This is an optimization exercise on Yosys and OpenROAD, whose aim is small area and a short achievable clock period, not a production implementation.
The RTL was checked by simulation tests, not by an equivalence proof against the original design.
The clock port is modelled as an ideal driver; clocking choices that lean on that would not hold on a real chip.

==> flow/design.v (excerpt) <==
module trk_lane_rx (
    input  wire        clk,
    input  wire        rst,
    input  wire        blk_valid,
    input  wire [1:0]  blk_sh,
    input  wire [63:0] blk_pl,
    input  wire [2:0]  cfg_lane,
    input  wire [1:0]  cfg_step,
    output reg         locked,
    output reg         dat_valid,
    output wire [7:0]  dat_idx,
    output wire [63:0] dat_pl,
    output reg         hdr_valid,
    output reg         hdr_ok,
    output reg  [47:0] hdr_fcnt,
    output reg  [15:0] hdr_claim,
    output reg  [3:0]  hdr_ql,
    output reg  [1:0]  hdr_step,
    output reg  [2:0]  hdr_state,
    output reg  [7:0]  hdr_msg,
    output reg         crc_valid,
    output reg         crc_ok
);
    reg  [57:0] hist;
    wire [121:0] sbits = {blk_pl, hist};
    reg  [63:0] desc;
    integer k;
    always @* for (k = 0; k < 64; k = k + 1) desc[k] = sbits[58 + k] ^ sbits[19 + k] ^ sbits[k];
    reg        lk, prev_hdr, bad_prev, have_prev;
    reg  [7:0] cnt;
    reg  [1:0] win;
    reg  [4:0] err;
    reg [63:0] dreg;
    reg        t1_b0, t1_b1, t1_sh;
    reg [15:0] c16;
    reg [7:0]  z8;
    reg        ok0;
    wire [63:0] v8 = {dreg[63:56] & {8{~t1_b0}}, dreg[55:0]};
    wire [7:0]  f8;
    wire q_64 = v8[20] ^ v8[21];
    wire q_65 = v8[5] ^ v8[54];
    wire q_66 = v8[33] ^ v8[42];
    wire q_67 = v8[28] ^ v8[55];
    wire q_68 = v8[17] ^ q_65;
    wire q_69 = v8[62] ^ q_64;
    wire q_70 = v8[56] ^ q_66;
    wire q_71 = v8[1] ^ v8[53];
    wire q_72 = v8[26] ^ v8[40];
    wire q_73 = v8[16] ^ q_69;
    wire q_74 = v8[34] ^ v8[61];
    wire q_75 = v8[19] ^ v8[60];
    wire q_76 = v8[10] ^ v8[27];
    wire q_77 = v8[31] ^ q_68;
    wire q_78 = v8[29] ^ v8[57];
    wire q_79 = v8[36] ^ v8[63];
    wire q_80 = v8[58] ^ q_75;
    wire q_81 = v8[41] ^ q_70;
    wire q_82 = v8[30] ^ v8[39];
    wire q_83 = v8[2] ^ q_79;
    wire q_84 = v8[59] ^ q_74;
  ...
Size: ~990 cells after synthesis, ~230 I/O pins, about 0.013 sq mm of cells after synthesis.
clock: 13.5 ns
lec_check: 0
cap_margin: 20
core_margin: 2
core_utilization: 40
slew_margin: 20
run.sh (not shown) runs the stock make flow with config.mk's settings and CLKGATE_MAP_FILE= SYNTH_SCRIPT=/design/flow/synth_recipe.tcl, a recipe that flattens the netlist after the stock synthesis.
The starting point passed the timing, design-rule and antenna checks.
Rerun with:
==> flow/flow/run.sh (new file) <==
#!/bin/bash
# Layout: the standard ORFS flow (standard.sh) with extra make settings from flow/params.sh:
# a smaller port-buffer cell, and timing repair aimed at a tighter setup margin.
set -euo pipefail
source flow/params.sh
bash standard.sh "${ARGS[@]}" finish > standard_flow.log 2>&1
==> flow/flow/params.sh (new file) <==
ARGS=("BUFFER_PORTS_ARGS=-buffer_cell sky130_fd_sc_hd__buf_2" SETUP_SLACK_MARGIN=9.5 TNS_END_PERCENT=100)
==> flow/standard.sh (new file) <==
#!/bin/bash
# synth_recipe.tcl (not shown) runs the flow's synth.tcl, then flattens the netlist and writes it again
# the make line also repeats each setting of config.mk as NAME=value (left out here)
make -C /OpenROAD-flow-scripts/flow DESIGN_CONFIG=/design/flow/config.mk WORK_HOME=/design/flow/orfs CLKGATE_MAP_FILE= SYNTH_SCRIPT=/design/flow/synth_recipe.tcl "${@:-finish}"
removed: flow/run.sh
Cell area falls by a few percent; global-route usage shrinks by 1.1 points; synthesized cell count does not change; via count is higher slightly; core utilization falls by 2.4 points; die area stays the same; routed wire length fell by a few percent; non-clock buffer count is unchanged; setup slack is better by 0.57 ns; count of clock-buffer cells in the layout goes down by 4.
Rerun with:
==> flow/flow/run.sh (replaced) <==
#!/bin/bash
# Layout: the standard ORFS flow, with timing repair aimed at a tighter setup margin
# than the clock period needs (so the achieved period shrinks), repairing only the worst paths.
set -euo pipefail
bash standard.sh SETUP_SLACK_MARGIN=9.5 TNS_END_PERCENT=0 finish > standard_flow.log 2>&1
removed: flow/flow/params.sh
After rerunning:
- via count goes up by about 3%
- core utilization grows by 4.3 points
- count of clock-buffer cells in the layout is lower by 13
- wire length grows by 6.6%
- global-route usage came out higher by 1.6 points
- worst hold slack improves by 0.026 ns
- non-clock buffer count rose by 35


juniper:
trk_lane_rx, a different RTL version from the one above (not shown whole).
Size: about 970 cells after synthesis, about 13000 um^2 of cells after synthesis.
==> flow/design.v (excerpt) <==
module trk_lane_rx (
    input  wire        clk,
    input  wire        rst,           
    input  wire        blk_valid,
    input  wire [1:0]  blk_sh,        
    input  wire [63:0] blk_pl,        
    input  wire [2:0]  cfg_lane,
    input  wire [1:0]  cfg_step,
    output reg         locked,
    output reg         dat_valid,
    output wire [7:0]  dat_idx,
    output wire [63:0] dat_pl,
    output reg         hdr_valid,
    output reg         hdr_ok,
    output reg  [47:0] hdr_fcnt,
    output reg  [15:0] hdr_claim,
    output reg  [3:0]  hdr_ql,
    output reg  [1:0]  hdr_step,
    output reg  [2:0]  hdr_state,
    output reg  [7:0]  hdr_msg,
    output reg         crc_valid,
    output reg         crc_ok
);
clock: 13.5 ns
lec_check: 0
cap_margin: 20
core_margin: 2
core_utilization: 40
slew_margin: 20
standard.sh (not shown) runs the stock make flow with config.mk's settings and CLKGATE_MAP_FILE= SYNTH_SCRIPT=/design/flow/synth_recipe.tcl, a recipe that flattens the netlist after the stock synthesis.
==> flow/flow/run.sh <==
#!/bin/bash
# Layout: the standard ORFS flow (standard.sh) with extra make settings from flow/params.sh:
# a smaller port-buffer cell, and timing repair aimed at a tighter setup margin.
set -euo pipefail
source flow/params.sh
bash standard.sh "${ARGS[@]}" finish > standard_flow.log 2>&1
==> flow/flow/params.sh <==
ARGS=("BUFFER_PORTS_ARGS=-buffer_cell sky130_fd_sc_hd__buf_2" SETUP_SLACK_MARGIN=10.5 TNS_END_PERCENT=100)
juniper was carried through to the last stage, and its layout satisfied the timing, design-rule and antenna checks.
Input changes introduced in garnet (baseline for comparison: juniper):
==> flow/flow/run.sh <==
#!/bin/bash
# Layout: the standard ORFS flow (standard.sh) with extra make settings from flow/params.sh:
# a smaller port-buffer cell, timing repair aimed at a tighter setup margin, smaller clock-tree
# clusters, and a two-level clock tree (flow/cts_post.tcl).
set -euo pipefail
source flow/params.sh
bash standard.sh "${ARGS[@]}" "POST_CTS_TCL=$PWD/flow/cts_post.tcl" finish > standard_flow.log 2>&1
==> flow/flow/cts_post.tcl (new file) <==
# After CTS: take out the H-tree's branch level, so that the leaf clock
# buffers are driven straight from the root buffer (two buffers from the
# clock port to every flip-flop, all alike).
set block [ord::get_db_block]
set root [$block findInst clkbuf_0_clk]
if {$root != "NULL"} {
  set rootnet [[$root findITerm X] getNet]
  foreach inst [$block getInsts] {
    if {![string match "clkbuf_1_*" [$inst getName]]} { continue }
    set a [$inst findITerm A]
    if {[$a getNet] != $rootnet} { continue }
    set onet [[$inst findITerm X] getNet]
    foreach it [$onet getITerms] {
      if {[$it getInst] == $inst} { continue }
      $it disconnect
      $it connect $rootnet
    }
    puts "cts_post: removed [$inst getName]"
    odb::dbInst_destroy $inst
    odb::dbNet_destroy $onet
  }
  estimate_parasitics -placement
  report_clock_latency
}
==> flow/flow/params.sh <==
ARGS=("BUFFER_PORTS_ARGS=-buffer_cell sky130_fd_sc_hd__buf_2" SETUP_SLACK_MARGIN=9.7 TNS_END_PERCENT=0 CTS_CLUSTER_SIZE=25 CTS_CLUSTER_DIAMETER=100)
Findings:
As far as simple-gate portion of the synthesized area goes, garnet and juniper are indistinguishable; the numbers are identical. There was hardly any difference in number of cells after detailed placement between garnet and juniper. juniper → garnet: final clock period utilization by the worst path went up 0.30 points; final cell count went down 169; minimum setup slack in the final design went down 0.040 ns; cell count along the critical path held; number of top-level design ports held. Looking at register area, garnet sits about 2.4% lower than juniper does. Compared with juniper, garnet shows insertion delay to the later sink of the worst-skew pair lower by 0.13 ns. Achievable clock frequency shrinks slightly when moving from juniper to garnet.
### garnet -> raven
-- flow/flow/cts_post.tcl --
<<< garnet, line 1
# After CTS: take out the H-tree's branch level, so that the leaf clock
# buffers are driven straight from the root buffer (two buffers from the
# clock port to every flip-flop, all alike).
>>> raven, line 1
# After CTS: take out the H-tree's branch level and drive the leaf clock
# buffers from four root buffers on the clock port, one per quarter of the
# leaves, each placed at the middle of its leaves. Every flip-flop stays two
# like buffers from the clock port.
<<< garnet, line 8
>>> raven, line 9
  set clknet [[$root findITerm A] getNet]
<<< garnet, line 10
    set a [$inst findITerm A]
    if {[$a getNet] != $rootnet} { continue }
>>> raven, line 12
    if {[[$inst findITerm A] getNet] != $rootnet} { continue }
<<< garnet, line 22
>>> raven, line 23
  set leaves {}
  foreach it [$rootnet getITerms] { if {[$it getInst] != $root} { lappend leaves $it } }
  proc cmp_x {a b} { return [expr {[lindex [[$a getInst] getLocation] 0] - [lindex [[$b getInst] getLocation] 0]}] }
  proc cmp_y {a b} { return [expr {[lindex [[$a getInst] getLocation] 1] - [lindex [[$b getInst] getLocation] 1]}] }
  set sx [lsort -command cmp_x $leaves]
  set h [expr {[llength $sx] / 2}]
  set groups {}
  foreach part [list [lrange $sx 0 [expr {$h - 1}]] [lrange $sx $h end]] {
    set sy [lsort -command cmp_y $part]
    set q [expr {[llength $sy] / 2}]
    lappend groups [lrange $sy 0 [expr {$q - 1}]] [lrange $sy $q end]
  }
  set i 0
  foreach g $groups {
    if {[llength $g] == 0} { continue }
    if {$i == 0} {
      set r $root; set n $rootnet
    } else {
      set r [odb::dbInst_create $block [$root getMaster] "clkbuf_0_${i}_clk"]
      set n [odb::dbNet_create $block "clknet_0_${i}_clk"]
      $n setSigType CLOCK
      [$r findITerm A] connect $clknet
      [$r findITerm X] connect $n
    }
    set sxx 0; set syy 0; set k 0
    foreach it $g {
      if {$i != 0} { $it disconnect; $it connect $n }
      set l [[$it getInst] getLocation]
      incr sxx [lindex $l 0]; incr syy [lindex $l 1]; incr k
    }
    $r setLocation [expr {$sxx / $k}] [expr {$syy / $k}]
    $r setPlacementStatus PLACED
    puts "cts_post: [$r getName] drives $k leaves"
    incr i
  }
  detailed_placement
  check_placement -verbose
==> flow/flow/params.sh <==
ARGS=("BUFFER_PORTS_ARGS=-buffer_cell sky130_fd_sc_hd__buf_2" SETUP_SLACK_MARGIN=9.7 TNS_END_PERCENT=0 CTS_CLUSTER_SIZE=25 CTS_CLUSTER_DIAMETER=100 SLEW_MARGIN=50)
==> summary.txt <==
- Changes observed in raven relative to garnet: wire length now larger, pin count of the biggest net entering global routing lost 3, fraction of final layout cells sized beyond drive strength 1 picked up an extra 0.33 points, routed length on met1 moved up, number of core rows held.
- In the route summary, raven ends up with a via count exceeding that of garnet.
- Worst relative slew slack: garnet and raven compared, lower one is garnet
- dreg[45] as the timing startpoint of the critical path was reported by raven, and dreg[15] by garnet.
Changes in delta relative to raven:
==> flow/flow/params.sh <==
ARGS=("BUFFER_PORTS_ARGS=-buffer_cell sky130_fd_sc_hd__buf_2" SETUP_SLACK_MARGIN=9.5 TNS_END_PERCENT=0 CTS_CLUSTER_SIZE=25 CTS_CLUSTER_DIAMETER=100)
==> summary.txt <==
delta vs raven: worst hold slack down in delta. The worst endpoint data arrival time reported for delta is greater than that of raven by 0.29 ns. Diff raven -> delta | cell area | down slightly. Per the comparison of delta with raven, CTS sink count shows no meaningful change; detailed-route via count shows no meaningful change. delta vs. raven: portion of the clock cycle consumed by the worst path in the final layout saw an increase; wire length on met1 saw a decrease. Compared to raven, delta has maximum clock frequency about 7% lower. Compared to raven, the routing of delta uses less wire.

==> re-timing with driven ports <==
No port has a modelled driver above. Below, the same layouts with a new extraction and two added sets of constraints.
Step 1 assumes that a clkbuf_16 drives the clock port and a buf_2 every other input.
Step 2 adds t to the input delays and takes it off the output delays; t is the mean of the earliest and latest rising clock arrival at the registers after step 1. Input paths then give back, and output paths get back, about the clock's delay inside the block.
a / b / c = ideal / step 1 / step 2; a / b = the first two.
| run | t (ns) | setup slack, ns | hold slack, ns |
|---|---|---|---|
| the first run of note 1 | 0.592 | 8.744 / 8.718 / 8.180 | 0.481 / 0.481 / 0.481 |
| the second run of note 1 | 0.603 | 9.315 / 9.333 / 8.730 | 0.404 / 0.404 / 0.404 |
| the third run of note 1 | 0.613 | 9.248 / 9.195 / 8.690 | 0.430 / 0.430 / 0.430 |
| juniper | 0.623 | 9.687 / 9.634 / 9.475 | 0.459 / 0.459 / 0.459 |
| garnet | 0.497 | 9.647 / 9.595 / 9.377 | 0.453 / 0.453 / 0.453 |
| raven | 0.412 | 9.782 / 9.679 / 9.472 | 0.459 / 0.459 / 0.459 |
| delta | 0.413 | 9.491 / 9.389 / 9.379 | 0.446 / 0.446 / 0.446 |
After both steps every run listed still meets setup and hold. The setup slack of the second run of note 1, which loses most, moves by +0.018 ns with the drivers and by -0.585 ns with both steps.
